This design comes from an exercise in tuning for small area and a short achievable clock period on the open sky130 flow, not from production work.
Function was checked by simulation only, so behaviour that the tests miss may differ from the original.
Power is estimated from default activity; no workload was simulated.

Setup of tundra:
Design rs108_line_dec, start of the top module:
module rs108_line_dec (
    input  wire         clk,
    input  wire         rst,
    input  wire         in_valid,
    input  wire [319:0] in_data,
    input  wire         in_mark_en,
    input  wire [3:0]   in_mark_dev,
    input  wire         in_retry_en,
    input  wire         in_reread,
    output reg          out_valid,
    output reg          out_last,
    output reg  [255:0] out_data,
    output reg  [2:0]   out_kind,
    output reg  [3:0]   out_dev,
    output reg  [3:0]   out_beat
);
clock: 16.5 ns
lec_check: 0
cap_margin: 20
core_margin: 2
core_utilization: 70
slew_margin: 20
standard.sh (not shown) runs the stock make flow with config.mk's settings and CLKGATE_MAP_FILE= SYNTH_SCRIPT=/design/flow/synth_recipe.tcl, a recipe that flattens the netlist after the stock synthesis.
==> flow/flow/run.sh <==
#!/bin/bash
set -euo pipefail
bash standard.sh "BUFFER_PORTS_ARGS=-buffer_cell sky130_fd_sc_hd__buf_1" \
  "SETUP_SLACK_MARGIN=10.5" finish > make.log 2>&1
### tundra -> sierra
- swapping 70 for 60 in CORE_UTILIZATION
Findings:
Number of ordinary and repair buffers in the finished layout of sierra exceeds that of tundra slightly.
The fmax was comparable across tundra and sierra.
sierra reached the final stage; the timing, DRC and antenna checks on its layout passed.
sierra against tundra; power dissipated in combinational cells is down slightly.
Re number of inserted diodes: tundra was higher than sierra.
Summary of sierra over tundra: via density per instance decreased 7.0%, chip height went up, synthesized cell count level, relative contribution of the clock network to total power now sits lower, actual slew at the worst max-slew pin shrank by 0.088 ns.
Post-synthesis to final-layout area growth on sierra is up relative to tundra.

exp/juniper:
Starting RTL as in the previous note.
==> flow/config.mk <==
export PLATFORM = sky130hd
export DESIGN_NAME = rs108_line_dec
export DESIGN_NICKNAME = rs108_line_dec
export VERILOG_FILES = /design/flow/design.v
export SDC_FILE = /design/flow/constraint.sdc
export NUM_CORES = 4
export LEC_CHECK = 0
export CAP_MARGIN = 20
export CORE_MARGIN = 2
export CORE_UTILIZATION = 60
export SLEW_MARGIN = 20
==> flow/constraint.sdc <==
create_clock -name core_clock -period 16.5 [get_ports {clk}]
set_input_delay 3.3000 -clock core_clock [delete_from_list [all_inputs] [get_ports {clk}]]
set_output_delay 3.3000 -clock core_clock [all_outputs]
set_load 0.01 [all_outputs]
==> flow/flow/run.sh <==
#!/bin/bash
set -euo pipefail
bash standard.sh "BUFFER_PORTS_ARGS=-buffer_cell sky130_fd_sc_hd__buf_1" \
  "SETUP_SLACK_MARGIN=10.8" finish > make.log 2>&1
#### Input delta (exp/indigo over exp/juniper)
==> flow/flow/run.sh <==
#!/bin/bash
set -euo pipefail
bash standard.sh "BUFFER_PORTS_ARGS=-buffer_cell sky130_fd_sc_hd__buf_2" \
  "SETUP_SLACK_MARGIN=10.5" finish > make.log 2>&1
### Flow results
Count of clock-net buffers in the final layout shrinks by more than 10% when moving from exp/juniper to exp/indigo. exp/indigo against exp/juniper: placed standard-cell area went up by about 1.6%, final cell count went down by 2.6%, utilization went down by 3.1 points.
## Diff of input files: exp/garnet against exp/indigo
Settings: CORE_UTILIZATION changed from 60 to 70; CTS_CLUSTER_SIZE newly set to 30.
==> flow/flow/run.sh <==
#!/bin/bash
set -euo pipefail
bash standard.sh "BUFFER_PORTS_ARGS=-buffer_cell sky130_fd_sc_hd__buf_1" \
  "SETUP_SLACK_MARGIN=10.5" finish > make.log 2>&1
==> comparison <==
exp/indigo → exp/garnet: highest attainable clock frequency +0.40%; wire length +about 3.7%; final design area excluding fillers -630 µm².
There was hardly any difference in hold slack between exp/garnet and exp/indigo.
Summary of the comparison: total design power is higher in exp/garnet, relative to exp/indigo.
exp/garnet vs exp/indigo — final setup skew rose 4.1 ps.
Compared with exp/indigo, in exp/garnet clock group share of total power went down 0.3 points, count of sequential standard cells held.
Setup changes, exp/garnet to exp/nickel
Settings: clearing CTS_CLUSTER_SIZE, which used to be 30; swapping 70 for 60 in CORE_UTILIZATION.
==> flow/flow/run.sh <==
#!/bin/bash
# Layout flow: the standard ORFS flow (standard.sh), with every input and
# output port buffered by a sky130_fd_sc_hd__buf_2 instead of the default
# port buffer cell. make's full output goes to make.log here; ORFS keeps each
# step's log under orfs/logs/.
set -euo pipefail
bash standard.sh "BUFFER_PORTS_ARGS=-buffer_cell sky130_fd_sc_hd__buf_2" finish > make.log 2>&1
exp/nickel: all stages complete, timing, DRC and antenna checks passed. Compared with exp/garnet, in exp/nickel headroom to the max-slew limit grew by 3.7 points; total area of multi-input combinational cells shrank by 630 µm²; net load switching power shrank by 0.18 mW; cell-internal power shrank by 2.3%. For exp/garnet, the last element of the critical path was out_kind[0], unlike exp/nickel, where it was out_dev[2].

== build 69 ==
Starting RTL as in the previous note.
clock: 16.5 ns
lec_check: 0
cap_margin: 20
core_margin: 2
core_utilization: 70
slew_margin: 20
==> flow/flow/run.sh <==
#!/bin/bash
set -euo pipefail
bash standard.sh "BUFFER_PORTS_ARGS=-buffer_cell sky130_fd_sc_hd__buf_1" \
  "SETUP_SLACK_MARGIN=10.4" finish > make.log 2>&1
Input changes introduced in build 64 (baseline for comparison: build 69):
- a change of CORE_UTILIZATION from 70 to 60
==> flow/flow/run.sh <==
#!/bin/bash
set -euo pipefail
bash standard.sh "BUFFER_PORTS_ARGS=-buffer_cell sky130_fd_sc_hd__buf_2" \
  "SETUP_SLACK_MARGIN=11.5" finish > make.log 2>&1
==> summary.txt <==
Tool error DPL-0038 stopped build 64 during global routing; no final results. Diff build 69..build 64 | count of state elements after synthesis | unchanged. Compared with build 69, in build 64 number of cells upsized or downsized after cts went up; horizontal die dimension rose by 7.8%; post-synthesis cell type count held; total placed instance area went up by about 9%; number of port buffers was more or less identical. Build 69 -> build 64: fraction of synthesized area in multiplexers delta 0, exact match. Build 69 has a higher starting density of the core than build 64. Post-CTS setup-driven buffer insertion count ends up higher on build 64. Build 64 ends up with higher post-placement setup slack than build 69 does.
Inputs modified between build 64 and build 77:
- changing CORE_UTILIZATION from 60 to 70
==> flow/flow/run.sh <==
#!/bin/bash
set -euo pipefail
bash standard.sh "BUFFER_PORTS_ARGS=-buffer_cell sky130_fd_sc_hd__buf_2" \
  "SETUP_SLACK_MARGIN=10.5" finish > make.log 2>&1
==> summary.txt <==
Build 77: all stages complete, timing, DRC and antenna checks passed. Build 77 vs. build 64: cell area after placement dropped about 6%, number of distinct library cells after synthesis neither gained nor lost much, x dimension of the die lower, initial cell density of the core went up by 11 points, global placement routability congestion has increased. Summary of build 77 over build 64: number of placed instances with taps included lower, number of standard-cell rows in the floorplan lower.

## what the ideal ports hide
Ports are ideal in the flow. The routed layouts listed here were re-timed in OpenROAD. Step 1 (the two cells are an assumption about what drives the block):
set clk [get_ports {clk}]
set_driving_cell -lib_cell sky130_fd_sc_hd__clkbuf_16 $clk
set_driving_cell -lib_cell sky130_fd_sc_hd__buf_2 [delete_from_list [all_inputs] $clk]
Step 2 moves the port delays by t, midway between the first and last clock arrival at a register: inputs arrive t later, outputs are due t later. That takes back most of the time a late clock gives input paths. a / b / c = ideal ports / drivers / drivers and shift; a / b = the first two.
| run | shift t [ns] | setup WS [ns] | worst hold slack (ns) |
|---|---|---|---|
| tundra | 0.626 | 10.416 / 10.357 / 9.958 | 0.620 / 0.620 / 0.620 |
| sierra | 0.625 | 10.421 / 10.362 / 10.020 | 0.627 / 0.627 / 0.627 |
| exp/juniper | 0.627 | 10.554 / 10.496 / 10.243 | 0.615 / 0.615 / 0.615 |
| exp/indigo | 0.627 | 10.392 / 10.333 / 9.937 | 0.618 / 0.618 / 0.618 |
| exp/garnet | 0.626 | 10.416 / 10.357 / 9.958 | 0.620 / 0.620 / 0.620 |
| exp/nickel | 0.629 | 10.007 / 9.949 / 9.630 | 0.615 / 0.615 / 0.615 |
| build 69 | 0.625 | 10.326 / 10.268 / 9.884 | 0.620 / 0.620 / 0.620 |
| build 77 | 0.625 | 10.455 / 10.396 / 9.920 | 0.621 / 0.621 / 0.621 |
After both steps every run listed still meets setup and hold. For build 77, which loses most, drivers alone change the setup slack by -0.059 ns; drivers and shift together by -0.535 ns.
